This is an optimization exercise on Yosys and OpenROAD, whose aim is small area and a short achievable clock period, not a production implementation.
In this exercise RTL edits were held to simulation tests only and were not proved equivalent to the original.
Power is estimated from default activity; no workload was simulated.

==> flow/design.v <==
module ic_locate_net (
    input  wire [23:0]  synd,
    output wire [175:0] z
);
    wire y24 = synd[14] ^ synd[15];
    wire y25 = synd[6] ^ synd[7];
    wire y26 = synd[12] ^ synd[13];
    wire y27 = synd[4] ^ synd[5];
    wire y28 = synd[11] ^ synd[15];
    wire y29 = synd[0] ^ synd[6];
    wire y30 = synd[8] ^ synd[14];
    wire y31 = synd[2] ^ synd[3];
    wire y32 = synd[9] ^ synd[13];
    wire y33 = synd[1] ^ synd[5];
    wire y34 = synd[9] ^ synd[10];
    wire y35 = synd[11] ^ synd[12];
    wire y36 = synd[2] ^ y25;
    wire y37 = synd[3] ^ synd[7];
    wire y38 = synd[10] ^ y24;
    wire y39 = y27 ^ y29;
    wire y40 = synd[11] ^ y26;
    wire y41 = synd[3] ^ y27;
    wire y42 = y25 ^ y33;
    wire y43 = y24 ^ y32;
    wire y44 = y26 ^ y30;
    wire y45 = synd[1] ^ synd[7];
    wire y46 = synd[10] ^ y35;
    wire y47 = synd[4] ^ y31;
    wire y48 = synd[1] ^ synd[11];
    wire y49 = y31 ^ y45;
    wire y50 = y28 ^ y34;
    wire y51 = synd[7] ^ synd[11];
    wire y52 = synd[3] ^ synd[4];
    wire y53 = synd[10] ^ synd[19];
    wire y54 = synd[15] ^ synd[18];
    wire y55 = synd[1] ^ synd[2];
    wire y56 = synd[5] ^ synd[10];
    wire y57 = synd[19] ^ y24;
    wire y58 = y29 ^ y55;
    wire y59 = y30 ^ y34;
    wire y60 = synd[11] ^ synd[14];
    wire y61 = synd[12] ^ synd[20];
    wire y62 = synd[6] ^ synd[10];
    wire y63 = synd[0] ^ synd[7];
    wire y64 = synd[4] ^ synd[12];
    wire y65 = synd[10] ^ synd[18];
    wire y66 = synd[12] ^ synd[18];
    wire y67 = synd[5] ^ synd[11];
    wire y68 = synd[2] ^ synd[10];
    wire y69 = y25 ^ y52;
    wire y70 = synd[8] ^ y32;
    wire y71 = synd[9] ^ y35;
    wire y72 = synd[13] ^ y30;
    wire y73 = synd[19] ^ y26;
    wire y74 = synd[0] ^ y33;
    wire y75 = synd[7] ^ synd[9];
    wire y76 = synd[13] ^ synd[21];
    wire y77 = synd[15] ^ synd[23];
    wire y78 = synd[12] ^ synd[23];
    wire y79 = synd[4] ^ synd[8];
    wire y80 = synd[5] ^ synd[9];
    wire y81 = synd[0] ^ synd[9];
    wire y82 = synd[5] ^ synd[8];
    wire y83 = synd[5] ^ synd[15];
    wire y84 = synd[5] ^ synd[13];
    wire y85 = synd[3] ^ synd[11];
    wire y86 = synd[13] ^ synd[22];
    wire y87 = synd[12] ^ synd[22];
    wire y88 = synd[14] ^ synd[22];
    wire y89 = synd[6] ^ synd[8];
    wire y90 = synd[12] ^ synd[17];
    wire y91 = synd[4] ^ synd[9];
    wire y92 = synd[15] ^ synd[16];
    wire y93 = synd[11] ^ synd[19];
    wire y94 = synd[5] ^ synd[14];
    wire y95 = synd[4] ^ synd[14];
    wire y96 = synd[13] ^ synd[17];
    wire y97 = synd[13] ^ synd[16];
    wire y98 = synd[7] ^ synd[15];
    wire y99 = synd[8] ^ synd[17];
    wire y100 = synd[13] ^ synd[23];
    wire y101 = synd[7] ^ synd[8];
    wire y102 = synd[6] ^ synd[15];
    wire y103 = synd[8] ^ synd[15];
    wire y104 = synd[13] ^ synd[18];
    wire y105 = synd[6] ^ synd[9];
    wire y106 = synd[14] ^ synd[17];
    wire y107 = synd[14] ^ synd[23];
    wire y108 = synd[8] ^ synd[19];
    wire y109 = synd[14] ^ synd[16];
    wire y110 = synd[4] ^ synd[10];
    wire y111 = synd[15] ^ synd[17];
    wire y112 = synd[0] ^ synd[8];
    wire y113 = synd[6] ^ synd[14];
    wire y114 = synd[8] ^ synd[16];
    wire y115 = synd[4] ^ synd[15];
    wire y116 = synd[4] ^ synd[13];
    wire y117 = synd[12] ^ synd[16];
    wire y118 = synd[12] ^ synd[21];
    wire y119 = synd[8] ^ synd[10];
    wire y120 = synd[1] ^ synd[10];
    wire y121 = synd[1] ^ synd[9];
    wire y122 = synd[9] ^ synd[17];
    wire y123 = synd[9] ^ y37;
    wire y124 = synd[22] ^ y28;
    wire y125 = synd[2] ^ y51;
    wire y126 = y33 ^ y62;
    wire y127 = synd[4] ^ y62;
    wire y128 = y32 ^ y60;
    wire y129 = y29 ^ y31;
    wire y130 = synd[11] ^ y65;
    wire y131 = synd[14] ^ y66;
    wire y132 = synd[13] ^ y53;
    wire y133 = y61 ^ y103;
    wire y134 = synd[0] ^ y52;
    wire y135 = synd[15] ^ y37;
    wire y136 = y63 ^ y64;
    wire y137 = synd[15] ^ y53;
    wire y138 = y29 ^ y67;
    wire y139 = synd[8] ^ y37;
    wire y140 = synd[7] ^ y56;
    wire y141 = synd[6] ^ y67;
    wire y142 = synd[13] ^ y37;
    wire y143 = synd[21] ^ y28;
    wire y144 = y31 ^ y51;
    wire y145 = synd[17] ^ y28;
    wire y146 = synd[13] ^ y54;
    wire y147 = synd[14] ^ y37;
    wire y148 = synd[10] ^ y29;
    wire y149 = y63 ^ y68;
    wire y150 = synd[2] ^ y48;
    wire y151 = y28 ^ y53;
    wire y152 = synd[9] ^ y54;
    wire y153 = y26 ^ y54;
    wire y154 = synd[10] ^ y45;
    wire y155 = y37 ^ y56;
    wire y156 = y27 ^ y51;
    wire y157 = y25 ^ y48;
    wire y158 = synd[16] ^ y28;
    wire y159 = synd[18] ^ y30;
    wire y160 = synd[18] ^ y24;
    wire y161 = y28 ^ y104;
    wire y162 = synd[23] ^ y28;
    wire y163 = synd[12] ^ y37;
    wire y164 = synd[20] ^ y28;
    wire y165 = synd[22] ^ y40;
    wire y166 = synd[23] ^ y40;
    wire y167 = synd[8] ^ y39;
    wire y168 = synd[20] ^ y40;
    wire y169 = synd[22] ^ y44;
    wire y170 = synd[13] ^ y42;
    wire y171 = synd[21] ^ y70;
    wire y172 = synd[3] ^ y126;
    wire y173 = synd[9] ^ y39;
    wire y174 = synd[16] ^ y40;
    wire y175 = synd[17] ^ y44;
    wire y176 = synd[14] ^ y39;
    wire y177 = synd[20] ^ y43;
    wire y178 = synd[16] ^ y46;
    wire y179 = synd[14] ^ y36;
    wire y180 = y72 ^ y130;
    wire y181 = synd[13] ^ y39;
    wire y182 = synd[14] ^ y41;
    wire y183 = synd[14] ^ y49;
    wire y184 = synd[9] ^ y42;
    wire y185 = synd[17] ^ y40;
    wire y186 = y56 ^ y129;
    wire y187 = synd[9] ^ y57;
    wire y188 = y71 ^ y108;
    wire y189 = synd[21] ^ y38;
    wire y190 = synd[18] ^ y128;
    wire y191 = synd[13] ^ y58;
    wire y192 = y69 ^ y120;
    wire y193 = synd[16] ^ y38;
    wire y194 = synd[14] ^ y47;
    wire y195 = synd[12] ^ y49;
    wire y196 = synd[8] ^ y151;
    wire y197 = synd[15] ^ y42;
    wire y198 = synd[15] ^ y73;
    wire y199 = synd[13] ^ y36;
    wire y200 = synd[20] ^ y50;
    wire y201 = synd[16] ^ y44;
    wire y202 = synd[12] ^ y47;
    wire y203 = synd[20] ^ y59;
    wire y204 = y60 ^ y132;
    wire y205 = synd[15] ^ y49;
    wire y206 = synd[15] ^ y47;
    wire y207 = y34 ^ y57;
    wire y208 = synd[23] ^ y38;
    wire y209 = synd[19] ^ y72;
    wire y210 = synd[12] ^ y58;
    wire y211 = y27 ^ y149;
    wire y212 = y36 ^ y48;
    wire y213 = synd[23] ^ y44;
    wire y214 = y38 ^ y66;
    wire y215 = synd[21] ^ y46;
    wire y216 = synd[8] ^ y42;
    wire y217 = synd[15] ^ y41;
    wire y218 = synd[20] ^ y38;
    wire y219 = synd[14] ^ y42;
    wire y220 = synd[20] ^ y46;
    wire y221 = synd[12] ^ y39;
    wire y222 = synd[21] ^ y43;
    wire y223 = synd[20] ^ y70;
    wire y224 = synd[9] ^ y41;
    wire y225 = synd[8] ^ y41;
    wire y226 = synd[12] ^ y41;
    wire y227 = synd[15] ^ y36;
    wire y228 = synd[21] ^ y50;
    wire y229 = synd[22] ^ y43;
    wire y230 = synd[12] ^ y42;
    wire y231 = synd[9] ^ y36;
    wire y232 = synd[14] ^ y58;
    wire y233 = synd[12] ^ y74;
    wire y234 = synd[20] ^ y44;
    wire y235 = synd[15] ^ y39;
    wire y236 = y35 ^ y57;
    wire y237 = synd[11] ^ y69;
    wire y238 = y48 ^ y134;
    wire y239 = synd[12] ^ y36;
    wire y240 = y34 ^ y73;
    wire y241 = synd[8] ^ y47;
    wire y242 = y119 ^ y153;
    wire y243 = synd[13] ^ y41;
    wire y244 = synd[23] ^ y43;
    wire y245 = synd[23] ^ y46;
    wire y246 = synd[16] ^ y43;
    wire y247 = synd[22] ^ y50;
    wire y248 = synd[22] ^ y59;
    wire y249 = y36 ^ y110;
    wire y250 = y31 ^ y141;
    wire y251 = y71 ^ y160;
    wire y252 = synd[13] ^ y74;
    wire y253 = synd[22] ^ y38;
    wire y254 = synd[17] ^ y38;
    wire y255 = synd[8] ^ y36;
    wire y256 = synd[21] ^ y40;
    wire y257 = synd[13] ^ y47;
    wire y258 = synd[17] ^ y43;
    wire y259 = synd[13] ^ y49;
    wire y260 = y27 ^ y150;
    wire y261 = synd[0] ^ y144;
    wire y262 = synd[21] ^ y59;
    wire y263 = synd[21] ^ y44;
    wire y264 = synd[23] ^ y50;
    wire y265 = synd[22] ^ y46;
    assign z[0] = y112;
    assign z[1] = y121;
    assign z[2] = y68;
    assign z[3] = y85;
    assign z[4] = y64;
    assign z[5] = y84;
    assign z[6] = y113;
    assign z[7] = y98;
    assign z[8] = y114;
    assign z[9] = y122;
    assign z[10] = y65;
    assign z[11] = y93;
    assign z[12] = y61;
    assign z[13] = y76;
    assign z[14] = y88;
    assign z[15] = y77;
    assign z[16] = y101;
    assign z[17] = y81;
    assign z[18] = y154;
    assign z[19] = y125;
    assign z[20] = y163;
    assign z[21] = y116;
    assign z[22] = y94;
    assign z[23] = y102;
    assign z[24] = y92;
    assign z[25] = y99;
    assign z[26] = y152;
    assign z[27] = y137;
    assign z[28] = y164;
    assign z[29] = y118;
    assign z[30] = y86;
    assign z[31] = y107;
    assign z[32] = y89;
    assign z[33] = y75;
    assign z[34] = y148;
    assign z[35] = y157;
    assign z[36] = y239;
    assign z[37] = y142;
    assign z[38] = y95;
    assign z[39] = y83;
    assign z[40] = y109;
    assign z[41] = y111;
    assign z[42] = y159;
    assign z[43] = y187;
    assign z[44] = y218;
    assign z[45] = y143;
    assign z[46] = y87;
    assign z[47] = y100;
    assign z[48] = y82;
    assign z[49] = y105;
    assign z[50] = y140;
    assign z[51] = y138;
    assign z[52] = y230;
    assign z[53] = y199;
    assign z[54] = y147;
    assign z[55] = y115;
    assign z[56] = y97;
    assign z[57] = y106;
    assign z[58] = y146;
    assign z[59] = y209;
    assign z[60] = y177;
    assign z[61] = y189;
    assign z[62] = y124;
    assign z[63] = y78;
    assign z[64] = y79;
    assign z[65] = y80;
    assign z[66] = y127;
    assign z[67] = y156;
    assign z[68] = y221;
    assign z[69] = y170;
    assign z[70] = y179;
    assign z[71] = y135;
    assign z[72] = y117;
    assign z[73] = y96;
    assign z[74] = y131;
    assign z[75] = y198;
    assign z[76] = y234;
    assign z[77] = y222;
    assign z[78] = y253;
    assign z[79] = y162;
    assign z[80] = y139;
    assign z[81] = y91;
    assign z[82] = y155;
    assign z[83] = y237;
    assign z[84] = y226;
    assign z[85] = y181;
    assign z[86] = y219;
    assign z[87] = y227;
    assign z[88] = y158;
    assign z[89] = y90;
    assign z[90] = y161;
    assign z[91] = y236;
    assign z[92] = y168;
    assign z[93] = y263;
    assign z[94] = y229;
    assign z[95] = y208;
    assign z[96] = y255;
    assign z[97] = y123;
    assign z[98] = y249;
    assign z[99] = y250;
    assign z[100] = y202;
    assign z[101] = y243;
    assign z[102] = y176;
    assign z[103] = y197;
    assign z[104] = y193;
    assign z[105] = y145;
    assign z[106] = y214;
    assign z[107] = y204;
    assign z[108] = y220;
    assign z[109] = y256;
    assign z[110] = y169;
    assign z[111] = y244;
    assign z[112] = y216;
    assign z[113] = y231;
    assign z[114] = y172;
    assign z[115] = y260;
    assign z[116] = y195;
    assign z[117] = y257;
    assign z[118] = y182;
    assign z[119] = y235;
    assign z[120] = y246;
    assign z[121] = y254;
    assign z[122] = y190;
    assign z[123] = y240;
    assign z[124] = y200;
    assign z[125] = y215;
    assign z[126] = y165;
    assign z[127] = y213;
    assign z[128] = y167;
    assign z[129] = y184;
    assign z[130] = y211;
    assign z[131] = y238;
    assign z[132] = y210;
    assign z[133] = y259;
    assign z[134] = y194;
    assign z[135] = y217;
    assign z[136] = y201;
    assign z[137] = y258;
    assign z[138] = y242;
    assign z[139] = y188;
    assign z[140] = y203;
    assign z[141] = y228;
    assign z[142] = y265;
    assign z[143] = y166;
    assign z[144] = y225;
    assign z[145] = y173;
    assign z[146] = y192;
    assign z[147] = y261;
    assign z[148] = y233;
    assign z[149] = y191;
    assign z[150] = y183;
    assign z[151] = y206;
    assign z[152] = y174;
    assign z[153] = y175;
    assign z[154] = y251;
    assign z[155] = y196;
    assign z[156] = y223;
    assign z[157] = y262;
    assign z[158] = y247;
    assign z[159] = y245;
    assign z[160] = y241;
    assign z[161] = y224;
    assign z[162] = y186;
    assign z[163] = y212;
    assign z[164] = y136;
    assign z[165] = y252;
    assign z[166] = y232;
    assign z[167] = y205;
    assign z[168] = y178;
    assign z[169] = y185;
    assign z[170] = y180;
    assign z[171] = y207;
    assign z[172] = y133;
    assign z[173] = y171;
    assign z[174] = y248;
    assign z[175] = y264;
endmodule
module ic_encoder (
    input  wire [63:0] data,
    output wire [23:0] check
);
    wire e64 = data[40] ^ data[41];
    wire e65 = data[59] ^ data[43];
    wire e66 = data[51] ^ e64;
    wire e67 = data[62] ^ data[19];
    wire e68 = data[55] ^ data[46];
    wire e69 = data[38] ^ data[6];
    wire e70 = data[60] ^ data[17];
    wire e71 = data[61] ^ data[21];
    wire e72 = data[54] ^ data[11];
    wire e73 = data[52] ^ e65;
    wire e74 = data[35] ^ data[23];
    wire e75 = data[47] ^ data[39];
    wire e76 = data[26] ^ data[16];
    wire e77 = data[53] ^ data[44];
    wire e78 = data[56] ^ data[25];
    wire e79 = data[49] ^ data[36];
    wire e80 = data[57] ^ data[24];
    wire e81 = data[42] ^ data[27];
    wire e82 = data[45] ^ data[30];
    wire e83 = data[28] ^ e66;
    wire e84 = data[58] ^ data[48];
    wire e85 = data[50] ^ data[7];
    wire e86 = data[63] ^ data[20];
    wire e87 = data[12] ^ data[14];
    wire e88 = data[5] ^ e73;
    wire e89 = data[31] ^ data[13];
    wire e90 = data[37] ^ e74;
    wire e91 = data[22] ^ e67;
    wire e92 = data[8] ^ e69;
    wire e93 = data[33] ^ e75;
    wire e94 = e70 ^ e81;
    wire e95 = e72 ^ e77;
    wire e96 = data[18] ^ e71;
    wire e97 = data[32] ^ data[2];
    wire e98 = data[34] ^ data[4];
    wire e99 = e76 ^ e80;
    wire e100 = data[10] ^ e68;
    wire e101 = e78 ^ e82;
    wire e102 = e83 ^ e86;
    wire e103 = data[9] ^ data[1];
    wire e104 = data[58] ^ data[3];
    wire e105 = data[28] ^ data[29];
    wire e106 = data[0] ^ e79;
    wire e107 = e84 ^ e87;
    wire e108 = e85 ^ e90;
    wire e109 = data[54] ^ e96;
    wire e110 = e88 ^ e93;
    wire e111 = data[18] ^ data[15];
    wire e112 = data[52] ^ data[42];
    wire e113 = data[53] ^ data[20];
    wire e114 = data[56] ^ data[12];
    wire e115 = data[9] ^ data[7];
    wire e116 = data[61] ^ data[5];
    wire e117 = e71 ^ e97;
    wire e118 = data[36] ^ e98;
    wire e119 = e97 ^ e104;
    wire e120 = e82 ^ e114;
    wire e121 = e69 ^ e79;
    wire e122 = data[29] ^ e85;
    wire e123 = data[0] ^ e76;
    wire e124 = e68 ^ e89;
    wire e125 = e67 ^ e87;
    wire e126 = data[59] ^ e66;
    wire e127 = data[32] ^ e91;
    wire e128 = data[13] ^ e106;
    wire e129 = e78 ^ e92;
    wire e130 = data[6] ^ e94;
    wire e131 = data[60] ^ e92;
    wire e132 = data[24] ^ e95;
    wire e133 = e80 ^ e107;
    wire e134 = data[15] ^ e99;
    wire e135 = data[25] ^ e83;
    wire e136 = data[37] ^ data[38];
    wire e137 = data[49] ^ data[19];
    wire e138 = data[51] ^ data[46];
    wire e139 = data[47] ^ data[33];
    wire e140 = data[48] ^ data[16];
    wire e141 = data[57] ^ data[62];
    wire e142 = data[22] ^ data[5];
    wire e143 = data[55] ^ data[17];
    wire e144 = data[37] ^ data[31];
    wire e145 = data[26] ^ data[31];
    wire e146 = data[39] ^ data[30];
    wire e147 = e68 ^ e111;
    wire e148 = data[19] ^ e112;
    wire e149 = data[23] ^ e70;
    wire e150 = data[34] ^ e103;
    wire e151 = e74 ^ e113;
    wire e152 = data[1] ^ e137;
    wire e153 = data[45] ^ e72;
    wire e154 = data[20] ^ e139;
    wire e155 = data[3] ^ e115;
    wire e156 = data[46] ^ e89;
    wire e157 = data[40] ^ e75;
    wire e158 = e84 ^ e98;
    wire e159 = data[41] ^ e105;
    wire e160 = data[35] ^ e77;
    wire e161 = data[38] ^ e116;
    wire e162 = data[14] ^ e99;
    wire e163 = e86 ^ e93;
    wire e164 = e73 ^ e100;
    wire e165 = e96 ^ e153;
    wire e166 = e118 ^ e119;
    wire e167 = data[10] ^ e95;
    wire e168 = e121 ^ e142;
    wire e169 = e95 ^ e105;
    wire e170 = data[50] ^ e124;
    wire e171 = e101 ^ e123;
    wire e172 = data[45] ^ e94;
    wire e173 = e122 ^ e146;
    wire e174 = data[12] ^ e108;
    wire e175 = e126 ^ e128;
    wire e176 = e91 ^ e130;
    wire e177 = e65 ^ e131;
    wire e178 = e154 ^ e166;
    wire e179 = e108 ^ e157;
    wire e180 = data[44] ^ e109;
    wire e181 = data[11] ^ e88;
    wire e182 = e133 ^ e145;
    wire e183 = e102 ^ e117;
    wire e184 = e110 ^ e155;
    wire e185 = e102 ^ e120;
    wire e186 = e72 ^ e135;
    wire e187 = data[39] ^ data[16];
    wire e188 = data[24] ^ data[7];
    wire e189 = data[44] ^ data[29];
    wire e190 = data[56] ^ data[21];
    wire e191 = data[63] ^ data[34];
    wire e192 = data[36] ^ data[23];
    wire e193 = data[57] ^ data[48];
    wire e194 = data[27] ^ data[10];
    wire e195 = data[57] ^ data[26];
    wire e196 = data[14] ^ data[15];
    wire e197 = data[43] ^ data[47];
    wire e198 = data[29] ^ data[13];
    wire e199 = data[43] ^ data[6];
    wire e200 = data[27] ^ data[18];
    wire e201 = data[49] ^ data[42];
    wire e202 = data[52] ^ data[43];
    wire e203 = data[25] ^ data[8];
    wire e204 = data[9] ^ data[10];
    wire e205 = data[50] ^ data[4];
    wire e206 = e84 ^ e187;
    wire e207 = data[8] ^ e85;
    wire e208 = e103 ^ e136;
    wire e209 = e87 ^ e188;
    wire e210 = data[9] ^ e138;
    wire e211 = data[35] ^ e71;
    wire e212 = e113 ^ e136;
    wire e213 = e70 ^ e98;
    wire e214 = e140 ^ e141;
    wire e215 = e143 ^ e191;
    wire e216 = data[58] ^ e65;
    wire e217 = e79 ^ e86;
    wire e218 = e68 ^ e141;
    wire e219 = e144 ^ e192;
    wire e220 = data[21] ^ e69;
    wire e221 = e103 ^ e193;
    wire e222 = data[1] ^ e74;
    wire e223 = e143 ^ e194;
    wire e224 = e78 ^ e195;
    wire e225 = data[60] ^ e81;
    wire e226 = e197 ^ e198;
    wire e227 = e75 ^ e80;
    wire e228 = e112 ^ e199;
    wire e229 = data[7] ^ e70;
    wire e230 = data[49] ^ e67;
    wire e231 = e84 ^ e138;
    wire e232 = e89 ^ e201;
    wire e233 = data[2] ^ e202;
    wire e234 = e203 ^ e204;
    wire e235 = data[61] ^ e76;
    wire e236 = e79 ^ e81;
    wire e237 = e82 ^ e89;
    wire e238 = e104 ^ e111;
    wire e239 = e64 ^ e76;
    wire e240 = e144 ^ e205;
    wire e241 = e147 ^ e206;
    wire e242 = e148 ^ e149;
    wire e243 = e207 ^ e208;
    wire e244 = e117 ^ e150;
    wire e245 = e151 ^ e209;
    wire e246 = data[3] ^ e93;
    wire e247 = e100 ^ e107;
    wire e248 = e90 ^ e148;
    wire e249 = e189 ^ e210;
    wire e250 = e100 ^ e118;
    wire e251 = e120 ^ e140;
    wire e252 = e211 ^ e212;
    wire e253 = e90 ^ e156;
    wire e254 = e190 ^ e213;
    wire e255 = e101 ^ e116;
    wire e256 = e216 ^ e217;
    wire e257 = e122 ^ e123;
    wire e258 = e218 ^ e219;
    wire e259 = e106 ^ e151;
    wire e260 = e220 ^ e221;
    wire e261 = e125 ^ e222;
    wire e262 = e64 ^ e101;
    wire e263 = e119 ^ e152;
    wire e264 = e77 ^ e91;
    wire e265 = e90 ^ e158;
    wire e266 = e196 ^ e224;
    wire e267 = e91 ^ e96;
    wire e268 = e100 ^ e121;
    wire e269 = e158 ^ e159;
    wire e270 = e160 ^ e225;
    wire e271 = e94 ^ e147;
    wire e272 = e161 ^ e226;
    wire e273 = e101 ^ e124;
    wire e274 = e125 ^ e159;
    wire e275 = e227 ^ e228;
    wire e276 = e161 ^ e200;
    wire e277 = e92 ^ e149;
    wire e278 = e230 ^ e231;
    wire e279 = e150 ^ e232;
    wire e280 = e66 ^ e160;
    wire e281 = e233 ^ e234;
    wire e282 = e73 ^ e115;
    wire e283 = e235 ^ e236;
    wire e284 = e237 ^ e238;
    wire e285 = e125 ^ e239;
    wire e286 = e127 ^ e129;
    wire e287 = e162 ^ e163;
    wire e288 = e242 ^ e243;
    wire e289 = e128 ^ e164;
    wire e290 = e244 ^ e245;
    wire e291 = e132 ^ e152;
    wire e292 = e246 ^ e247;
    wire e293 = e131 ^ e165;
    wire e294 = e248 ^ e249;
    wire e295 = e127 ^ e250;
    wire e296 = e251 ^ e252;
    wire e297 = e163 ^ e167;
    wire e298 = e168 ^ e214;
    wire e299 = e253 ^ e254;
    wire e300 = e133 ^ e165;
    wire e301 = e168 ^ e215;
    wire e302 = e169 ^ e255;
    wire e303 = e257 ^ e258;
    wire e304 = e88 ^ e170;
    wire e305 = e259 ^ e260;
    wire e306 = e171 ^ e223;
    wire e307 = e109 ^ e134;
    wire e308 = e156 ^ e262;
    wire e309 = e94 ^ e126;
    wire e310 = e129 ^ e162;
    wire e311 = e170 ^ e264;
    wire e312 = e109 ^ e172;
    wire e313 = e265 ^ e266;
    wire e314 = e88 ^ e134;
    wire e315 = e267 ^ e268;
    wire e316 = e269 ^ e270;
    wire e317 = e132 ^ e271;
    wire e318 = e273 ^ e274;
    wire e319 = e127 ^ e229;
    wire e320 = e132 ^ e171;
    wire e321 = e277 ^ e278;
    wire e322 = e83 ^ e129;
    wire e323 = e134 ^ e173;
    wire e324 = e130 ^ e173;
    wire e325 = e280 ^ e281;
    wire e326 = e167 ^ e282;
    wire e327 = e283 ^ e284;
    wire e328 = e164 ^ e169;
    wire e329 = e172 ^ e240;
    wire e330 = e174 ^ e175;
    wire e331 = e241 ^ e286;
    wire e332 = e175 ^ e287;
    wire e333 = e176 ^ e289;
    wire e334 = e177 ^ e291;
    wire e335 = e178 ^ e293;
    wire e336 = e295 ^ e296;
    wire e337 = e297 ^ e298;
    wire e338 = e179 ^ e300;
    wire e339 = e176 ^ e179;
    wire e340 = e256 ^ e302;
    wire e341 = e177 ^ e180;
    wire e342 = e304 ^ e305;
    wire e343 = e181 ^ e261;
    wire e344 = e110 ^ e174;
    wire e345 = e263 ^ e307;
    wire e346 = e178 ^ e309;
    wire e347 = e310 ^ e311;
    wire e348 = e102 ^ e312;
    wire e349 = e314 ^ e315;
    wire e350 = e272 ^ e317;
    wire e351 = e180 ^ e275;
    wire e352 = e182 ^ e276;
    wire e353 = e110 ^ e320;
    wire e354 = e181 ^ e279;
    wire e355 = e322 ^ e323;
    wire e356 = e182 ^ e324;
    wire e357 = e135 ^ e326;
    wire e358 = e285 ^ e328;
    wire e359 = e330 ^ e331;
    wire e360 = e288 ^ e332;
    wire e361 = e290 ^ e333;
    wire e362 = e183 ^ e292;
    wire e363 = e294 ^ e335;
    wire e364 = e184 ^ e336;
    wire e365 = e299 ^ e337;
    wire e366 = e301 ^ e338;
    wire e367 = e339 ^ e340;
    wire e368 = e185 ^ e303;
    wire e369 = e186 ^ e342;
    wire e370 = e183 ^ e306;
    wire e371 = e308 ^ e344;
    wire e372 = e346 ^ e347;
    wire e373 = e184 ^ e313;
    wire e374 = e316 ^ e349;
    wire e375 = e185 ^ e350;
    wire e376 = e318 ^ e351;
    wire e377 = e186 ^ e319;
    wire e378 = e321 ^ e353;
    wire e379 = e354 ^ e355;
    wire e380 = e325 ^ e356;
    wire e381 = e327 ^ e357;
    wire e382 = e329 ^ e358;
    wire e383 = e334 ^ e362;
    wire e384 = e341 ^ e368;
    wire e385 = e343 ^ e370;
    wire e386 = e345 ^ e371;
    wire e387 = e348 ^ e373;
    wire e388 = e352 ^ e377;
    assign check[16] = e359;
    assign check[17] = e360;
    assign check[18] = e361;
    assign check[19] = e383;
    assign check[20] = e363;
    assign check[21] = e364;
    assign check[22] = e365;
    assign check[23] = e366;
    assign check[8] = e367;
    assign check[9] = e384;
    assign check[10] = e369;
    assign check[11] = e385;
    assign check[12] = e386;
    assign check[13] = e372;
    assign check[14] = e387;
    assign check[15] = e374;
    assign check[0] = e375;
    assign check[1] = e376;
    assign check[2] = e388;
    assign check[3] = e378;
    assign check[4] = e379;
    assign check[5] = e380;
    assign check[6] = e381;
    assign check[7] = e382;
endmodule
module ic_syndrome (
    input  wire [87:0] word,
    output wire [23:0] synd
);
    wire x88 = word[75] ^ word[54];
    wire x89 = word[82] ^ word[76];
    wire x90 = word[84] ^ word[36];
    wire x91 = word[68] ^ word[62];
    wire x92 = word[81] ^ word[60];
    wire x93 = word[72] ^ word[30];
    wire x94 = word[61] ^ word[55];
    wire x95 = word[69] ^ word[63];
    wire x96 = word[70] ^ word[23];
    wire x97 = word[80] ^ word[59];
    wire x98 = word[29] ^ word[22];
    wire x99 = word[47] ^ word[15];
    wire x100 = word[50] ^ word[43];
    wire x101 = word[67] ^ word[46];
    wire x102 = word[66] ^ word[31];
    wire x103 = word[73] ^ word[38];
    wire x104 = word[78] ^ word[37];
    wire x105 = word[74] ^ word[39];
    wire x106 = word[83] ^ word[71];
    wire x107 = x88 ^ x92;
    wire x108 = x89 ^ x94;
    wire x109 = word[58] ^ x93;
    wire x110 = word[51] ^ word[44];
    wire x111 = word[64] ^ word[52];
    wire x112 = word[48] ^ word[42];
    wire x113 = word[65] ^ word[53];
    wire x114 = word[57] ^ word[45];
    wire x115 = word[77] ^ x106;
    wire x116 = x97 ^ x103;
    wire x117 = x105 ^ x107;
    wire x118 = word[86] ^ word[79];
    wire x119 = word[32] ^ word[14];
    wire x120 = word[41] ^ word[35];
    wire x121 = word[27] ^ word[21];
    wire x122 = word[40] ^ word[28];
    wire x123 = word[26] ^ word[20];
    wire x124 = x98 ^ x100;
    wire x125 = word[85] ^ x104;
    wire x126 = word[34] ^ x122;
    wire x127 = x119 ^ x123;
    wire x128 = x91 ^ x95;
    wire x129 = word[33] ^ x121;
    wire x130 = x96 ^ x120;
    wire x131 = x90 ^ x112;
    wire x132 = x102 ^ x116;
    wire x133 = word[87] ^ x109;
    wire x134 = word[56] ^ word[49];
    wire x135 = x111 ^ x114;
    wire x136 = x99 ^ x113;
    wire x137 = x95 ^ x115;
    wire x138 = x110 ^ x125;
    wire x139 = x101 ^ x108;
    wire x140 = x126 ^ x128;
    wire x141 = x127 ^ x131;
    wire x142 = word[49] ^ word[25];
    wire x143 = word[77] ^ word[37];
    wire x144 = word[53] ^ word[47];
    wire x145 = word[68] ^ word[61];
    wire x146 = word[64] ^ word[0];
    wire x147 = word[51] ^ word[43];
    wire x148 = word[84] ^ word[1];
    wire x149 = word[52] ^ word[45];
    wire x150 = word[36] ^ word[24];
    wire x151 = word[80] ^ word[8];
    wire x152 = word[39] ^ word[31];
    wire x153 = word[73] ^ word[9];
    wire x154 = word[69] ^ word[21];
    wire x155 = word[82] ^ word[34];
    wire x156 = word[87] ^ word[7];
    wire x157 = word[83] ^ word[35];
    wire x158 = word[74] ^ word[50];
    wire x159 = word[29] ^ word[13];
    wire x160 = word[78] ^ word[54];
    wire x161 = word[86] ^ word[46];
    wire x162 = word[58] ^ word[18];
    wire x163 = word[44] ^ word[4];
    wire x164 = word[30] ^ word[6];
    wire x165 = word[11] ^ word[15];
    wire x166 = word[59] ^ word[3];
    wire x167 = word[56] ^ word[16];
    wire x168 = word[57] ^ word[17];
    wire x169 = word[81] ^ word[75];
    wire x170 = word[71] ^ word[23];
    wire x171 = x118 ^ x145;
    wire x172 = x88 ^ x99;
    wire x173 = word[22] ^ x161;
    wire x174 = word[19] ^ x113;
    wire x175 = x100 ^ x134;
    wire x176 = word[10] ^ x158;
    wire x177 = word[65] ^ x96;
    wire x178 = x101 ^ x149;
    wire x179 = x110 ^ x124;
    wire x180 = x129 ^ x130;
    wire x181 = x108 ^ x172;
    wire x182 = word[67] ^ x129;
    wire x183 = word[2] ^ x135;
    wire x184 = x124 ^ x181;
    wire x185 = word[66] ^ x180;
    wire x186 = x117 ^ x171;
    wire x187 = x133 ^ x179;
    wire x188 = x111 ^ x139;
    wire x189 = x102 ^ x141;
    wire x190 = x132 ^ x178;
    wire x191 = x138 ^ x148;
    wire x192 = x117 ^ x140;
    wire x193 = word[27] ^ word[20];
    wire x194 = word[81] ^ word[1];
    wire x195 = word[48] ^ word[32];
    wire x196 = word[51] ^ word[5];
    wire x197 = word[79] ^ word[55];
    wire x198 = word[40] ^ word[5];
    wire x199 = word[18] ^ word[4];
    wire x200 = word[47] ^ word[30];
    wire x201 = word[13] ^ word[6];
    wire x202 = word[70] ^ word[57];
    wire x203 = word[76] ^ word[55];
    wire x204 = word[69] ^ word[9];
    wire x205 = word[26] ^ word[12];
    wire x206 = word[60] ^ word[12];
    wire x207 = word[72] ^ word[17];
    wire x208 = word[78] ^ word[36];
    wire x209 = word[37] ^ word[3];
    wire x210 = word[19] ^ word[11];
    wire x211 = word[61] ^ word[45];
    wire x212 = word[68] ^ word[28];
    wire x213 = word[82] ^ word[10];
    wire x214 = word[85] ^ word[16];
    wire x215 = word[72] ^ word[40];
    wire x216 = word[62] ^ word[38];
    wire x217 = word[42] ^ word[2];
    wire x218 = word[70] ^ word[14];
    wire x219 = word[62] ^ word[8];
    wire x220 = word[52] ^ word[20];
    wire x221 = word[85] ^ word[53];
    wire x222 = word[64] ^ word[23];
    wire x223 = word[79] ^ word[0];
    wire x224 = word[60] ^ word[29];
    wire x225 = word[65] ^ word[41];
    wire x226 = word[73] ^ word[12];
    wire x227 = word[32] ^ word[25];
    wire x228 = word[43] ^ word[31];
    wire x229 = word[66] ^ word[26];
    wire x230 = word[75] ^ word[27];
    wire x231 = word[42] ^ word[14];
    wire x232 = word[44] ^ word[38];
    wire x233 = word[83] ^ word[77];
    wire x234 = word[70] ^ word[15];
    wire x235 = word[74] ^ word[7];
    wire x236 = word[48] ^ word[41];
    wire x237 = x90 ^ x206;
    wire x238 = x99 ^ x156;
    wire x239 = x162 ^ x226;
    wire x240 = x101 ^ x213;
    wire x241 = x144 ^ x193;
    wire x242 = x92 ^ x105;
    wire x243 = word[33] ^ x205;
    wire x244 = x154 ^ x231;
    wire x245 = x194 ^ x225;
    wire x246 = word[80] ^ x98;
    wire x247 = x114 ^ x118;
    wire x248 = word[63] ^ x90;
    wire x249 = x150 ^ x164;
    wire x250 = x150 ^ x209;
    wire x251 = x114 ^ x196;
    wire x252 = x143 ^ x211;
    wire x253 = x89 ^ x200;
    wire x254 = x97 ^ x104;
    wire x255 = x168 ^ x222;
    wire x256 = x157 ^ x210;
    wire x257 = x159 ^ x235;
    wire x258 = x163 ^ x220;
    wire x259 = x208 ^ x214;
    wire x260 = x104 ^ x147;
    wire x261 = x93 ^ x232;
    wire x262 = word[28] ^ x134;
    wire x263 = x162 ^ x217;
    wire x264 = x143 ^ x165;
    wire x265 = x146 ^ x151;
    wire x266 = word[33] ^ x142;
    wire x267 = x199 ^ x227;
    wire x268 = word[24] ^ x215;
    wire x269 = x164 ^ x216;
    wire x270 = x106 ^ x118;
    wire x271 = x167 ^ x169;
    wire x272 = word[67] ^ x166;
    wire x273 = word[5] ^ x159;
    wire x274 = x94 ^ x163;
    wire x275 = x155 ^ x236;
    wire x276 = word[76] ^ x212;
    wire x277 = x154 ^ x221;
    wire x278 = x91 ^ x157;
    wire x279 = x166 ^ x224;
    wire x280 = x153 ^ x160;
    wire x281 = x160 ^ x218;
    wire x282 = x146 ^ x202;
    wire x283 = x89 ^ x207;
    wire x284 = x155 ^ x229;
    wire x285 = x98 ^ x169;
    wire x286 = x91 ^ x204;
    wire x287 = x153 ^ x168;
    wire x288 = word[63] ^ x152;
    wire x289 = x90 ^ x233;
    wire x290 = x152 ^ x234;
    wire x291 = x147 ^ x230;
    wire x292 = x91 ^ x228;
    wire x293 = word[49] ^ x151;
    wire x294 = x203 ^ x219;
    wire x295 = x170 ^ x197;
    wire x296 = x170 ^ x198;
    wire x297 = x144 ^ x156;
    wire x298 = x167 ^ x195;
    wire x299 = x245 ^ x266;
    wire x300 = x177 ^ x267;
    wire x301 = x239 ^ x249;
    wire x302 = x174 ^ x243;
    wire x303 = x238 ^ x295;
    wire x304 = x177 ^ x294;
    wire x305 = x131 ^ x174;
    wire x306 = x244 ^ x262;
    wire x307 = x112 ^ x130;
    wire x308 = x173 ^ x260;
    wire x309 = x269 ^ x281;
    wire x310 = x176 ^ x263;
    wire x311 = x103 ^ x175;
    wire x312 = x136 ^ x250;
    wire x313 = x115 ^ x253;
    wire x314 = x130 ^ x254;
    wire x315 = x125 ^ x175;
    wire x316 = x282 ^ x289;
    wire x317 = x127 ^ x136;
    wire x318 = x116 ^ x274;
    wire x319 = word[22] ^ x271;
    wire x320 = x259 ^ x286;
    wire x321 = x223 ^ x261;
    wire x322 = x165 ^ x283;
    wire x323 = x115 ^ x136;
    wire x324 = x278 ^ x297;
    wire x325 = x109 ^ x296;
    wire x326 = x246 ^ x251;
    wire x327 = x247 ^ x290;
    wire x328 = x268 ^ x298;
    wire x329 = x256 ^ x291;
    wire x330 = x126 ^ x285;
    wire x331 = x201 ^ x241;
    wire x332 = x248 ^ x264;
    wire x333 = x257 ^ x292;
    wire x334 = x273 ^ x277;
    wire x335 = x237 ^ x258;
    wire x336 = x279 ^ x280;
    wire x337 = x240 ^ x255;
    wire x338 = x182 ^ x327;
    wire x339 = x176 ^ x182;
    wire x340 = x284 ^ x310;
    wire x341 = x109 ^ x304;
    wire x342 = x142 ^ x305;
    wire x343 = x275 ^ x331;
    wire x344 = x242 ^ x325;
    wire x345 = x293 ^ x308;
    wire x346 = x132 ^ x332;
    wire x347 = x312 ^ x337;
    wire x348 = x313 ^ x314;
    wire x349 = x137 ^ x307;
    wire x350 = x128 ^ x316;
    wire x351 = x132 ^ x183;
    wire x352 = x288 ^ x303;
    wire x353 = x317 ^ x319;
    wire x354 = x276 ^ x335;
    wire x355 = x315 ^ x321;
    wire x356 = x140 ^ x318;
    wire x357 = x141 ^ x323;
    wire x358 = x287 ^ x299;
    wire x359 = x173 ^ x309;
    wire x360 = x265 ^ x328;
    wire x361 = x138 ^ x302;
    wire x362 = x107 ^ x137;
    wire x363 = x322 ^ x326;
    wire x364 = x272 ^ x329;
    wire x365 = x133 ^ x336;
    wire x366 = x117 ^ x139;
    wire x367 = x135 ^ x300;
    wire x368 = x108 ^ x311;
    wire x369 = x301 ^ x330;
    wire x370 = x306 ^ x324;
    wire x371 = x270 ^ x320;
    wire x372 = x252 ^ x334;
    wire x373 = x133 ^ x183;
    wire x374 = x333 ^ x348;
    wire x375 = x190 ^ x343;
    wire x376 = x357 ^ x365;
    wire x377 = x192 ^ x363;
    wire x378 = x137 ^ x341;
    wire x379 = x191 ^ x338;
    wire x380 = x186 ^ x347;
    wire x381 = x189 ^ x192;
    wire x382 = x346 ^ x367;
    wire x383 = x355 ^ x362;
    wire x384 = x339 ^ x356;
    wire x385 = x184 ^ x350;
    wire x386 = x366 ^ x370;
    wire x387 = x184 ^ x371;
    wire x388 = x188 ^ x369;
    wire x389 = x190 ^ x361;
    wire x390 = x345 ^ x373;
    wire x391 = x185 ^ x188;
    wire x392 = x353 ^ x384;
    wire x393 = x381 ^ x390;
    wire x394 = x368 ^ x379;
    wire x395 = x351 ^ x387;
    wire x396 = x185 ^ x377;
    wire x397 = x376 ^ x391;
    wire x398 = x189 ^ x383;
    wire x399 = x342 ^ x374;
    wire x400 = x344 ^ x389;
    wire x401 = x187 ^ x382;
    wire x402 = x191 ^ x378;
    wire x403 = x349 ^ x388;
    wire x404 = x186 ^ x375;
    wire x405 = x187 ^ x380;
    assign synd[0] = x360;
    assign synd[1] = x358;
    assign synd[2] = x340;
    assign synd[3] = x364;
    assign synd[4] = x354;
    assign synd[5] = x372;
    assign synd[6] = x359;
    assign synd[7] = x352;
    assign synd[8] = x385;
    assign synd[9] = x402;
    assign synd[10] = x395;
    assign synd[11] = x405;
    assign synd[12] = x401;
    assign synd[13] = x400;
    assign synd[14] = x404;
    assign synd[15] = x386;
    assign synd[16] = x398;
    assign synd[17] = x394;
    assign synd[18] = x393;
    assign synd[19] = x397;
    assign synd[20] = x392;
    assign synd[21] = x396;
    assign synd[22] = x403;
    assign synd[23] = x399;
endmodule
module ic_locate (
    input  wire [23:0] synd,      
    output wire [10:0] fit        
);
    wire [175:0] z;
    ic_locate_net u_net (.synd(synd), .z(z));
    genvar s;
    generate
        for (s = 0; s < 11; s = s + 1) begin : g_sym
            assign fit[s] = ~|z[16*(10-s) +: 16];
        end
    endgenerate
endmodule
module ic_decoder (
    input  wire [87:0] word,
    input  wire [7:0]  s0,        
    input  wire [10:0] fit,
    output wire [87:0] fixed,     
    output wire        ce,        
    output wire        ue,        
    output wire [3:0]  sym        
);
    wire nz0 = |s0;
    genvar s;
    generate
        for (s = 0; s < 11; s = s + 1) begin : g_sym
            assign fixed[87-8*s -: 8] = word[87-8*s -: 8] ^ ({8{fit[s]}} & s0);
        end
    endgenerate
    assign ce     = nz0 & (|fit);
    assign sym[0] = nz0 & (fit[1] | fit[3] | fit[5] | fit[7] | fit[9]);
    assign sym[1] = nz0 & (fit[2] | fit[3] | fit[6] | fit[7] | fit[10]);
    assign sym[2] = nz0 & (fit[4] | fit[5] | fit[6] | fit[7]);
    assign sym[3] = nz0 & (fit[8] | fit[9] | fit[10]);
    assign ue     = (nz0 | ~fit[10]) & ~ce;
endmodule
module ic_line_codec (
    input  wire         clk,
    input  wire         rst,             
    input  wire         rd_valid,
    input  wire [351:0] rd_line,         
    output reg          rd_out_valid,
    output reg  [351:0] rd_out_line,     
    output reg  [3:0]   rd_out_ce,
    output reg  [3:0]   rd_out_ue,
    output reg  [15:0]  rd_out_sym,      
    input  wire         wr_valid,
    input  wire [255:0] wr_data,         
    output reg          wr_out_valid,
    output reg  [95:0]  wr_out_check     
);
    wire [95:0]  synd;
    wire [43:0]  fit;
    wire [351:0] fixed;
    wire [3:0]   ce;
    wire [3:0]   ue;
    wire [15:0]  sym;
    wire [95:0]  check;
    reg         rd_v_q;
    reg [351:0] rd_line_q;
    reg [95:0]  synd_q;
    genvar l;
    generate
        for (l = 0; l < 4; l = l + 1) begin : g_lane
            ic_syndrome u_syn (
                .word (rd_line[88*l +: 88]),
                .synd (synd[24*l +: 24])
            );
            ic_locate u_loc (
                .synd (synd_q[24*l +: 24]),
                .fit  (fit[11*l +: 11])
            );
            ic_decoder u_dec (
                .word  (rd_line_q[88*l +: 88]),
                .s0    (synd_q[24*l +: 8]),
                .fit   (fit[11*l +: 11]),
                .fixed (fixed[88*l +: 88]),
                .ce    (ce[l]),
                .ue    (ue[l]),
                .sym   (sym[4*l +: 4])
            );
            ic_encoder u_enc (
                .data  (wr_data[64*l +: 64]),
                .check (check[24*l +: 24])
            );
        end
    endgenerate
    always @(posedge clk) begin
        if (rst) begin
            rd_v_q       <= 1'b0;
            rd_out_valid <= 1'b0;
            wr_out_valid <= 1'b0;
        end else begin
            rd_v_q       <= rd_valid;
            rd_out_valid <= rd_v_q;
            wr_out_valid <= wr_valid;
        end
        rd_line_q    <= rd_line;
        synd_q       <= synd;
        rd_out_line  <= fixed;
        rd_out_ce    <= ce;
        rd_out_ue    <= ue;
        rd_out_sym   <= sym;
        wr_out_check <= check;
    end
endmodule
==> flow/flow/run.sh <==
#!/bin/bash
# The standard layout, with every input and output port buffered by a plain
# buffer cell instead of the one buffer_ports picks by default.
set -euo pipefail
export BUFFER_PORTS_ARGS="-buffer_cell sky130_fd_sc_hd__buf_2"
bash standard.sh > standard.log 2>&1
==> flow/standard.sh <==
#!/bin/bash
# synth_recipe.tcl (not shown) runs the flow's synth.tcl, then flattens the netlist and writes it again
# the make line also repeats each setting of config.mk as NAME=value (left out here)
make -C /OpenROAD-flow-scripts/flow DESIGN_CONFIG=/design/flow/config.mk WORK_HOME=/design/flow/orfs CLKGATE_MAP_FILE= SYNTH_SCRIPT=/design/flow/synth_recipe.tcl "${@:-finish}"
==> flow/config.mk <==
export PLATFORM = sky130hd
export DESIGN_NAME = ic_line_codec
export DESIGN_NICKNAME = ic_line_codec
export VERILOG_FILES = /design/flow/design.v
export SDC_FILE = /design/flow/constraint.sdc
export NUM_CORES = 4
export LEC_CHECK = 0
export CAP_MARGIN = 20
export CORE_MARGIN = 2
export CORE_UTILIZATION = 50
export SETUP_SLACK_MARGIN = 3.1
export SLEW_MARGIN = 20
==> flow/constraint.sdc <==
create_clock -name core_clock -period 6.0 [get_ports {clk}]
set_input_delay 1.2000 -clock core_clock [delete_from_list [all_inputs] [get_ports {clk}]]
set_output_delay 1.2000 -clock core_clock [all_outputs]
set_load 0.01 [all_outputs]
==> results.sh, run 1 <==
export IMPL_n_fill_cell=10344
export IMPL_port_buffers=1085
export IMPL_async_flop_share=0
export IMPL_min_to="rd_out_line[249]"
export IMPL_cts_tree="yes"
export IMPL_cp_num_buf_inv=1
export IMPL_maxSlewViolCount=0
export IMPL_avgSynthCellArea_um2=9.77
export IMPL_p_comb_frac=0.660
export IMPL_grt_usage=0.385
export IMPL_yosys_area_top_type_share=0.400
export IMPL_critPathTopFamily="XOR/XNOR gates"
export IMPL_ys_seq_elements=923
export IMPL_numCtsBuffers=96
export IMPL_dieArea_um2=121000
export IMPL_power_density_nw_per_um2=609
export IMPL_postRouteWirelength_um=244000
export IMPL_gp_congestion=1.01
export IMPL_synth_seq_area_share=0.312
export IMPL_startpoint="wr_data[125]"
export IMPL_synthTopCellsByArea="xnor2_1 (40%), dfxtp_1 (31%), xor2_1 (11%)"
export IMPL_peakVddDrop_v=0.000415
export IMPL_setup_slack_ps=3080
export IMPL_fmax_ghz=0.342
export IMPL_crit_type="in -> reg"
export IMPL_yosysUniqueCellTypes=83
export IMPL_rsz0062_at_grt="yes"
export IMPL_synth_top_area_cell="xnor2_1"
export IMPL_postRouteAntennaNets=0
export IMPL_switching_share=0.452
export IMPL_fin_skew_ps=33.1
export IMPL_clkSinkCount=923
export IMPL_tightest_slew_ps=951
export IMPL_io_pins=1086
export IMPL_htree_levels=3
export IMPL_crit_path_frequent_cell="xnor2_1"
export IMPL_start_util=0.503
export IMPL_synthCells=6054
export IMPL_fin_crit_ps=2920
export IMPL_path_cells="buf_2, xor2_1, xnor2_1, xor2_1, xnor2_1, xnor2_1"
export IMPL_die_x_um=348
export IMPL_status="no timing/DRC/antenna violations"
export IMPL_std_cell_rows=126
export IMPL_max_stage_delay_ps=630
export IMPL_vias_per_cell=5.35
export IMPL_p_sw_mw=19.9
export IMPL_ys_warn_count=1
export IMPL_antenna_found_initial=52
export IMPL_grt_pass1_vias=46266
export IMPL_dr_total_vias=47135
export IMPL_clk_pin_slew_ps=60
export IMPL_seqPwrFrac=0.198
export IMPL_wl_per_cell_um=27.7
export IMPL_slowest_stage="xor2_1"
export IMPL_grt_max_degree=33
export IMPL_pwr_share_clk=0.142
export IMPL_min_from="rd_line_q[249]"
export IMPL_cts_root_buffer="clkbuf_16"
export IMPL_final_area_um2=72100
export IMPL_synth_enable_flop_cells=0
export IMPL_grt_pass1_wl_um=336000
export IMPL_critPathCaptureType="register"
export IMPL_rr_worst_depth=10
export IMPL_final_nets=7784
export IMPL_drc=0
export IMPL_synthFlopType="dfxtp_1"
export IMPL_grt_overflow=0
export IMPL_drv_cap=0
export IMPL_path_max_fanout=3
export IMPL_layout_drive_gt1_share=0.234
export IMPL_tns_ps=0
export IMPL_min_path_cells=1
export IMPL_r2r_end="rd_out_ue[0]"
export IMPL_dr_pass1_iters=5
export IMPL_post_place_ws_ps=2190
export IMPL_drt_iter0_drc=4556
export IMPL_crit_required_ps=6530
export IMPL_r2r_start="synd_q[5]"
export IMPL_clkLatencyLatePin_ps=720
export IMPL_core_area_um2=118000
export IMPL_hold_violations=0
export IMPL_startpoint_type="primary input"
export IMPL_hp_class="reg -> reg"
export IMPL_clock_path_buffers=3
export IMPL_slew_headroom=0.361
export IMPL_finalCritPeriodShare=0.487
export IMPL_synth_area_um2=59100
export IMPL_holdWs_ps=407
export IMPL_leakage_nw=27.9
export IMPL_critPathArrivalTime_ps=3450
export IMPL_synth_fp_nets=6678
export IMPL_internal_power_mw=24.0
export IMPL_r2r_slack_ps=3110
export IMPL_placed_area_um2=66300
export IMPL_die_h_um=348
export IMPL_hpwl_um=194000
export IMPL_syn2layout_area_growth_pct=21.9
export IMPL_p_total_mw=43.9
export IMPL_finalSetupViolCount=0
## kinds of logic after synthesis
logic type / synth area share
mux: 0.00654
flops: 0.312
compound gates: 0.0252
simple gates: 0.0872
buf+inv: 0.0234
fa+ha+maj: 0.00254
xor+xnor: 0.543
## power groups by stage
stage	Clock [mW]	Combinational (mW)	Sequential, mW
3_3_place_gp	0	26.1	8.73
2_1_floorplan	0	20.6	7.92
4_1_cts	6.29	27.5	8.61
3_5_place_dp	0	26.2	8.73
6_report	6.24	29.0	8.68
5_1_grt	6.55	30.7	8.74
## worst max-delay path by stage
stage          cells past startpoint               end
6_report                           6  wr_out_check[25]
3_5_place_dp                       9      rd_out_ue[0]
3_3_place_gp                       9      rd_out_ue[0]
5_1_grt                            8      rd_out_ue[0]
4_1_cts                           10      rd_out_ue[0]
2_1_floorplan                     12   rd_out_line[32]
## layer usage
metal	GRT usage	vias up	wire length, um
met5	0	-	81
met4	0.180	14	12800
met3	0.0781	557	21100
met2	0.626	2413	113000
met1	0.489	22777	97000
li1	-	21374	-
## sequential cells by signal (all words and copies together), names as in the netlist
register,cells
rd_out_line,352
rd_out_sym,16
wr_out_check,96
rd_out_ce,4
rd_out_ue,4
rd_line_q,352
rd_v_q,1
wr_out_valid,1
synd_q,96
rd_out_valid,1
## stage by stage
stage | cells | utilization
detailed placement | 8475 | 0.564
floorplan | 6054 | -
global route | 8793 | 0.613
CTS | 8713 | 0.603
finish | 8805 | 0.613
global placement | 8475 | 0.564
## layout by cell type, fill, tap and decap left out, types with 17 or more instances in the layout
cell type and instances:
clkbuf_8 21, o21ai_0 30, buf_12 26, xor3_1 17, buf_4 139, mux2i_1 32, dfxtp_2 18, nand2_1 407
or3_1 40, xnor2_2 36, and2_1 19, o22ai_1 32, xor2_1 701, inv_1 37, nor4_1 17, nor2_1 80
nand4_1 23, xnor3_1 46, buf_2 1086, dfxtp_1 889, xor2_2 24, and3_1 94, nor3_1 122, clkbuf_16 100
xnor2_1 2669, buf_6 30, a21oi_1 29, nand3_1 72, diode_2 31
## final cells by class
type | instances | area (um^2) | area share
multi-input cells | 4804 | 40500 | 0.562
flip-flops and latches | 923 | 18600 | 0.257
repair buffers | 1292 | 7550 | 0.105
clock buffers | 132 | 2740 | 0.0380
well taps | 1536 | 1920 | 0.0267
clock inverters | 44 | 571 | 0.00791
inverters | 43 | 165 | 0.00229
diodes | 31 | 77.6 | 0.00108
## synth_stat cells, types with 23 or more instances
| master | number |
|---|---|
| nor2_1 | 81 |
| buf_1 | 59 |
| nand3_1 | 72 |
| inv_1 | 41 |
| nand2_1 | 413 |
| or3_1 | 40 |
| clkbuf_1 | 124 |
| nand4_1 | 23 |
| nor3_1 | 125 |
| mux2i_1 | 33 |
| and3_1 | 98 |
| nor4_1 | 28 |
| xnor2_1 | 2701 |
| a21oi_1 | 30 |
| o22ai_1 | 32 |
| xnor3_1 | 52 |
| xor2_1 | 727 |
| dfxtp_1 | 923 |
| buf_2 | 98 |
| o21ai_0 | 30 |
## timing repair
| item | in CTS | in global routing |
|---|---|---|
| setup endpoints to repair | 313 | 210 |
| pin swaps | 31 | 34 |
| hold buffers | 0 | 0 |
| cloned | 4 | 6 |
| buffers inserted | 58 | 55 |
| resized for setup | 129 | 124 |
==> inputs of run 2 (changes only) <==
--- a/flow/config.mk
+++ b/flow/config.mk
@@ -9,4 +9,4 @@
 export CORE_MARGIN = 2
-export CORE_UTILIZATION = 50
-export SETUP_SLACK_MARGIN = 3.1
+export CORE_UTILIZATION = 55
+export SETUP_SLACK_MARGIN = 3.3
 export SLEW_MARGIN = 20
==> run 2 against run 1 <==
- still clean
- worst hold slack better by 6.5 ps
- final area up 4.2%
- global-route usage up 3.7 points
- power up 7.1%
- wire length up 1.0%
- die area down 9.0%
- first-iteration DRC count up 22%
- critical path type is now reg -> reg
- critical endpoint is now rd_out_line[46]
- largest power group unchanged
- highest routed layer unchanged
==> results.sh, run 2 <==
export IMPL_crit_type="reg -> reg"
export IMPL_yosys_area_top_type_share=0.400
export IMPL_path_max_fanout=20
export IMPL_peakVddDrop_v=0.000432
export IMPL_rsz0062_at_grt="yes"
export IMPL_synthTopCellsByArea="xnor2_1 (40%), dfxtp_1 (31%), xor2_1 (11%)"
export IMPL_power_density_nw_per_um2=626
export IMPL_post_route_util=0.703
export IMPL_grt_pass1_wl_um=340000
export IMPL_dr_pass1_iters=6
export IMPL_fin_skew_ps=30.6
export IMPL_clock_path_buffers=3
export IMPL_clkLatencyLatePin_ps=710
export IMPL_synth_fp_nets=6678
export IMPL_ys_seq_elements=923
export IMPL_synth_top_area_cell="xnor2_1"
export IMPL_cts_root_buffer="clkbuf_16"
export IMPL_use_met3=0.0883
export IMPL_critPathCaptureType="register"
export IMPL_cts_hold_buffers=0
export IMPL_tns_ps=0
export IMPL_final_nets=7924
export IMPL_gp_congestion=1.07
export IMPL_synth_top_family_by_area="XOR/XNOR gates"
export IMPL_met1_usage=0.530
export IMPL_wl_per_cell_um=27.9
export IMPL_grt_overflow=0
export IMPL_synth_enable_flop_cells=0
export IMPL_path_cells="buf_6, inv_2, or3_1, a221oi_1, o2111ai_1, nor4_4, buf_4, nand2_1, xnor2_1"
export IMPL_synthFlopType="dfxtp_1"
export IMPL_drc=0
export IMPL_clk_pin_slew_ps=60
export IMPL_final_cell_mix="xnor2_1 (2620), buf_2 (1085), dfxtp_1 (852)"
export IMPL_synthAdderAreaFrac=0.00254
export IMPL_synth_compound_area_frac=0.0252
export IMPL_leakage_nw=29.4
export IMPL_synth_mux_area_frac=0.00654
export IMPL_yosysUniqueCellTypes=83
export IMPL_crit_required_ps=6590
export IMPL_die_x_um=332
export IMPL_vias_per_cell=5.61
export IMPL_grt_usage=0.422
export IMPL_avgSynthCellArea_um2=9.77
export IMPL_synth_seq_area_share=0.312
export IMPL_use_met2=0.683
export IMPL_postRouteAntennaNets=0
export IMPL_busiest_layer="met2"
export IMPL_top_regs="rd_line_q x352, rd_out_line x352"
export IMPL_holdWs_ps=414
export IMPL_core_area_um2=107000
export IMPL_synth_top_cells_by_count="xnor2_1 (2701), dfxtp_1 (923), xor2_1 (727)"
export IMPL_layout_drive_gt1_share=0.276
export IMPL_grt_pass1_vias=47646
export IMPL_slew_headroom=0.378
export IMPL_grt_max_degree=33
export IMPL_antenna_found_initial=53
export IMPL_drv_cap=0
export IMPL_max_stage_delay_ps=440
export IMPL_async_flop_share=0
export IMPL_clkSinkCount=923
export IMPL_die_h_um=332
export IMPL_hp_class="reg -> reg"
export IMPL_startpoint_type="register"
export IMPL_std_cell_rows=120
export IMPL_postRouteWirelength_um=246000
export IMPL_finalCritPeriodShare=0.463
export IMPL_cts_tree="yes"
export IMPL_io_pins=1086
export IMPL_ys_warn_count=1
export IMPL_numCtsBuffers=96
export IMPL_htree_levels=3
export IMPL_cp_num_buf_inv=3
export IMPL_synthCells=6054
export IMPL_dr_total_vias=49407
export IMPL_port_buffers=1085
export IMPL_finalSetupViolCount=0
export IMPL_synth_simple_area_share=0.0872
export IMPL_hold_violations=0
export IMPL_tightest_slew_ps=925
export IMPL_final_common_cell="xnor2_1"
export IMPL_syn2layout_area_growth_pct=27.0
export IMPL_status="no timing/DRC/antenna violations"
export IMPL_start_util=0.553
export IMPL_hpwl_um=188000
export IMPL_synth_most_common_cell="xnor2_1"
export IMPL_drt_iter0_drc=5553
export IMPL_fmax_ghz=0.360
export IMPL_slowest_stage="nor4_4"
export IMPL_fin_crit_ps=2780
export IMPL_synth_xor_area_frac=0.543
export IMPL_n_fill_cell=8407
export IMPL_critPathArrivalTime_ps=3370
export IMPL_maxSlewViolCount=0
export IMPL_synth_area_um2=59100
export IMPL_dieArea_um2=110000
export IMPL_critPathTopFamily="simple AND/OR/NAND/NOR gates"
## run 2: through the flow
step | worst slack, ps | std cells | instance area (um^2) | power [mW]
floorplan | 2970 | 6054 | 60400 | 28.8
global placement | 2140 | 8335 | 66600 | 34.6
detailed placement | 2060 | 8335 | 66600 | 34.8
CTS | 3260 | 8663 | 72600 | 43.6
global route | 3150 | 8793 | 75100 | 49.0
finish | 3220 | 8808 | 75100 | 47.0
## run 2: path summary, 6_finish.rpt
| check | from | endpoint | slack (ps) | depth (start not counted) |
|---|---|---|---|---|
| worst min register to register | rd_line_q[28] | rd_out_line[28] | 410 | 1 |
| worst max-delay path | synd_q[8] | rd_out_line[46] | 3220 | 9 |
| worst min-delay path | rd_line_q[28] | rd_out_line[28] | 410 | 1 |
| worst max register to register | synd_q[8] | rd_out_line[46] | 3220 | 9 |
## run 2: report_power, final
part	internal (mW)	switching [mW]	leakage, nW
registers	7.35	1.34	7.79
clock network	3.48	2.70	1.61
logic	15.0	17.1	20.0
## run 2: layout make-up
class                   instances  area, um^2  area share
flip-flops and latches        923       18700       0.248
multi-input cells            4808       42000       0.559
inverters                      43         188     0.00250
clock inverters                46         578     0.00769
clock buffers                 129        2710      0.0360
well taps                    1403        1760      0.0234
diodes                         28        70.1    0.000933
repair buffers               1428        9160       0.122
## run 2: per-layer routing
metal	routed length, um	up-vias
met5	199	-
met4	16400	30
met3	25900	820
met2	111000	3159
met1	92400	23762
li1	-	21636
## run 2: repair_timing
| action | in CTS | in global routing |
|---|---|---|
| pin swaps | 62 | 95 |
| gates cloned | 11 | 10 |
| resized for setup | 265 | 285 |
| buffers inserted | 142 | 107 |
| endpoints found under the setup margin | 342 | 291 |
## run 2: cell families after synthesis
| logic type | after synthesis |
|---|---|
| DFF | 923 |
| buffers and inverters | 330 |
| xor gates and xnor gates | 3523 |
| muxes | 36 |
| and+or+nand+nor | 1019 |
| AOI/OAI and AO/OA | 211 |
| adders and majority gates | 12 |
## run 2: worst reg2reg max path, cell delays in order, from the launching register on
cell and delay [ps]:
dfxtp_1 330, buf_6 260, inv_2 170, or3_1 410, a221oi_1 360, o2111ai_1 230, nor4_4 440, buf_4 250
nand2_1 90, xnor2_1 130
==> inputs of run 3 (changes only) <==
--- a/flow/config.mk
+++ b/flow/config.mk
@@ -10,3 +10,3 @@
 export CORE_UTILIZATION = 55
-export SETUP_SLACK_MARGIN = 3.3
+export SETUP_SLACK_MARGIN = 3.2
 export SLEW_MARGIN = 20
==> run 3 against run 2 <==
- sequential share of layout area increased by 0.80 points
- clock skew about the same
- register-to-register slack got worse by 30 ps
- clock-buffer cell count decreased by 4
- wire length decreased by 7.5%
- via count decreased by 4.0%
- critical path depth decreased by 1
- largest cell class unchanged
- worst setup slack got worse by 27 ps
- combinational power decreased by 9.9%
- synthesized cell count unchanged
- global-route usage decreased by 3.0 points
==> results.sh, run 3 <==
export IMPL_peakVddDrop_v=0.000360
export IMPL_dr_pass1_iters=6
export IMPL_synth_enable_flop_cells=0
export IMPL_htree_levels=3
export IMPL_gp_congestion=1.02
export IMPL_synthTopCellsByArea="xnor2_1 (40%), dfxtp_1 (31%), xor2_1 (11%)"
export IMPL_grt_overflow=0
export IMPL_finalCritPeriodShare=0.468
export IMPL_critPathArrivalTime_ps=3350
export IMPL_antenna_found_initial=35
export IMPL_die_h_um=332
export IMPL_drt_iter0_drc=4546
export IMPL_finalSetupViolCount=0
export IMPL_path_max_fanout=4
export IMPL_use_met2=0.651
export IMPL_layout_drive_gt1_share=0.245
export IMPL_yosysUniqueCellTypes=83
export IMPL_die_x_um=332
export IMPL_final_common_cell="xnor2_1"
export IMPL_synth_top_cells_by_count="xnor2_1 (2701), dfxtp_1 (923), xor2_1 (727)"
export IMPL_startpoint_type="primary input"
export IMPL_core_area_um2=107000
export IMPL_vias_per_cell=5.46
export IMPL_maxSlewViolCount=0
export IMPL_dr_total_vias=47444
export IMPL_synth_xor_area_frac=0.543
export IMPL_cp_num_buf_inv=1
export IMPL_syn2layout_area_growth_pct=22.7
export IMPL_ys_warn_count=1
export IMPL_busiest_layer="met2"
export IMPL_cts_root_buffer="clkbuf_16"
export IMPL_drv_cap=0
export IMPL_cts_tree="yes"
export IMPL_synth_most_common_cell="xnor2_1"
export IMPL_std_cell_rows=120
export IMPL_status="no timing/DRC/antenna violations"
export IMPL_clock_path_buffers=3
export IMPL_clkLatencyLatePin_ps=690
export IMPL_synthAdderAreaFrac=0.00254
export IMPL_critPathTopFamily="XOR/XNOR gates"
export IMPL_wl_per_cell_um=26.2
export IMPL_io_pins=1086
export IMPL_slowest_stage="xor2_1"
export IMPL_clk_pin_slew_ps=60
export IMPL_ys_seq_elements=923
export IMPL_synth_compound_area_frac=0.0252
export IMPL_grt_pass1_vias=46201
export IMPL_synth_mux_area_frac=0.00654
export IMPL_synth_seq_area_share=0.312
export IMPL_grt_usage=0.392
export IMPL_synth_fp_nets=6678
export IMPL_synth_top_area_cell="xnor2_1"
export IMPL_top_regs="rd_line_q x352, rd_out_line x352"
export IMPL_crit_required_ps=6540
export IMPL_tns_ps=0
export IMPL_avgSynthCellArea_um2=9.77
export IMPL_met1_usage=0.499
export IMPL_numCtsBuffers=96
export IMPL_critPathCaptureType="register"
export IMPL_yosys_area_top_type_share=0.400
export IMPL_max_stage_delay_ps=500
export IMPL_tightest_slew_ps=925
export IMPL_synth_top_family_by_area="XOR/XNOR gates"
export IMPL_leakage_nw=28.3
export IMPL_path_cells="buf_2, xor2_4, xnor2_1, xor2_1, xnor2_1, xnor2_1, xnor2_1, xnor2_1"
export IMPL_synthCells=6054
export IMPL_hp_class="reg -> reg"
export IMPL_crit_path_frequent_cell="xnor2_1"
export IMPL_use_met3=0.0781
export IMPL_final_nets=7799
export IMPL_rsz0062_at_grt="yes"
export IMPL_drc=0
export IMPL_grt_max_degree=32
export IMPL_synth_simple_area_share=0.0872
export IMPL_fin_skew_ps=30.9
export IMPL_cts_hold_buffers=0
export IMPL_power_density_nw_per_um2=611
export IMPL_start_util=0.553
export IMPL_postRouteAntennaNets=0
export IMPL_final_cell_mix="xnor2_1 (2650), buf_2 (1086), dfxtp_1 (870)"
export IMPL_slew_headroom=0.383
export IMPL_port_buffers=1085
export IMPL_clkSinkCount=923
export IMPL_async_flop_share=0
export IMPL_synthFlopType="dfxtp_1"
export IMPL_crit_type="in -> reg"
export IMPL_dieArea_um2=110000
export IMPL_grt_pass1_wl_um=319000
export IMPL_hold_violations=0
export IMPL_hpwl_um=177000
export IMPL_fmax_ghz=0.356
export IMPL_synth_area_um2=59100
export IMPL_postRouteWirelength_um=227000
export IMPL_fin_crit_ps=2810
export IMPL_setup_slack_ps=3190
export IMPL_post_place_ws_ps=2040
-- run 3: worst register-to-register path: cells and delay by family (launching register included) --
kind | cells | cell delay (ps)
flops | 1 | 470
simple gates | 3 | 920
buf+inv | 1 | 140
compound gates | 1 | 480
xor+xnor | 2 | 310
fa+ha+maj | 1 | 370
-- run 3: cells by family (layout without fill, tap and decap cells) --
logic type,Yosys count,in the layout
compound gates,211,211
xor+xnor,3523,3524
fa+ha+maj,12,12
buf+inv,330,1530
flops,923,923
mux,36,36
other cells,0,28
simple gates,1019,1021
-- run 3: cell type report --
| class | instances | area, um^2 |
|---|---|---|
| multi-input cells | 4804 | 40800 |
| fillers | 8807 | 34300 |
| flip-flops and latches | 923 | 18600 |
| repair buffers | 1307 | 7720 |
| clock buffers | 125 | 2700 |
| well taps | 1403 | 1760 |
| clock inverters | 55 | 769 |
| inverters | 43 | 174 |
| diodes | 28 | 70.1 |
-- run 3: layer usage --
metal	vias to the layer above	part of all wire	wire length, um
met4	8	0.045	10200
li1	21391	-	-
met5	-	0.00022	49
met3	568	0.091	20800
met2	2552	0.47	107000
met1	22925	0.39	89400
-- run 3: power by group --
part / switching [mW] / internal (mW)
Sequential: 1.55 / 7.32
Combinational: 15.6 / 13.4
Clock: 2.66 / 3.82
-- run 3: stage by stage --
stage / power (mW) / hold slack (ps) / cells / util / instance area [um^2]
final: 44.3 / 412 / 8688 / 0.679 / 72600
after global routing: 46.4 / 423 / 8684 / 0.679 / 72600
after CTS: 42.6 / 414 / 8598 / 0.667 / 71300
after detailed placement: 34.7 / 417 / 8324 / 0.620 / 66200
after global placement: 34.5 / 407 / 8324 / 0.619 / 66200
after floorplan: 28.7 / 404 / 6054 / - / 60000
-- run 3: repair_timing --
action,in CTS,in global routing
pin swaps,38,23
gates cloned,6,6
resized for setup,165,140
endpoints found under the setup margin,331,213
setup buffers,88,56
-- run 3: worst paths after layout --
| check | startpoint | end | slack (ps) | depth (start not counted) |
|---|---|---|---|---|
| worst min register to register | rd_line_q[133] | rd_out_line[133] | 410 | 1 |
| worst min-delay path | rd_line_q[133] | rd_out_line[133] | 410 | 1 |
| worst max-delay path | wr_data[189] | wr_out_check[62] | 3190 | 8 |
| worst max register to register | synd_q[31] | rd_out_line[141] | 3190 | 8 |

[afterwards: timing with drivers on the ports]
Ports are ideal in the flow. The routed layouts listed here were re-timed in OpenROAD. Step 1 sets driving cells, clkbuf_16 on the clock port and buf_2 on the other inputs (assumed; they add their load-dependent delay and slew). Step 2 moves the port delays by t, midway between the first and last clock arrival at a register: inputs arrive t later, outputs are due t later. That takes back most of the time a late clock gives input paths. a / b / c = no drivers / after step 1 / after step 2; a / b = the first two.
| run | t (ns) | setup WS [ns] | pins driven straight from the clock port |
|---|---|---|---|
| run 1 | 0.776 | 3.079 / 3.114 / 2.359 | 1 |
| run 2 | 0.780 | 3.220 / 3.220 / 2.548 | 1 |
| run 3 | 0.756 | 3.193 / 3.195 / 2.442 | 1 |
After both steps every run listed still meets setup and hold. For run 3, which loses most, drivers alone change the setup slack by +0.002 ns; drivers and shift together by -0.751 ns.
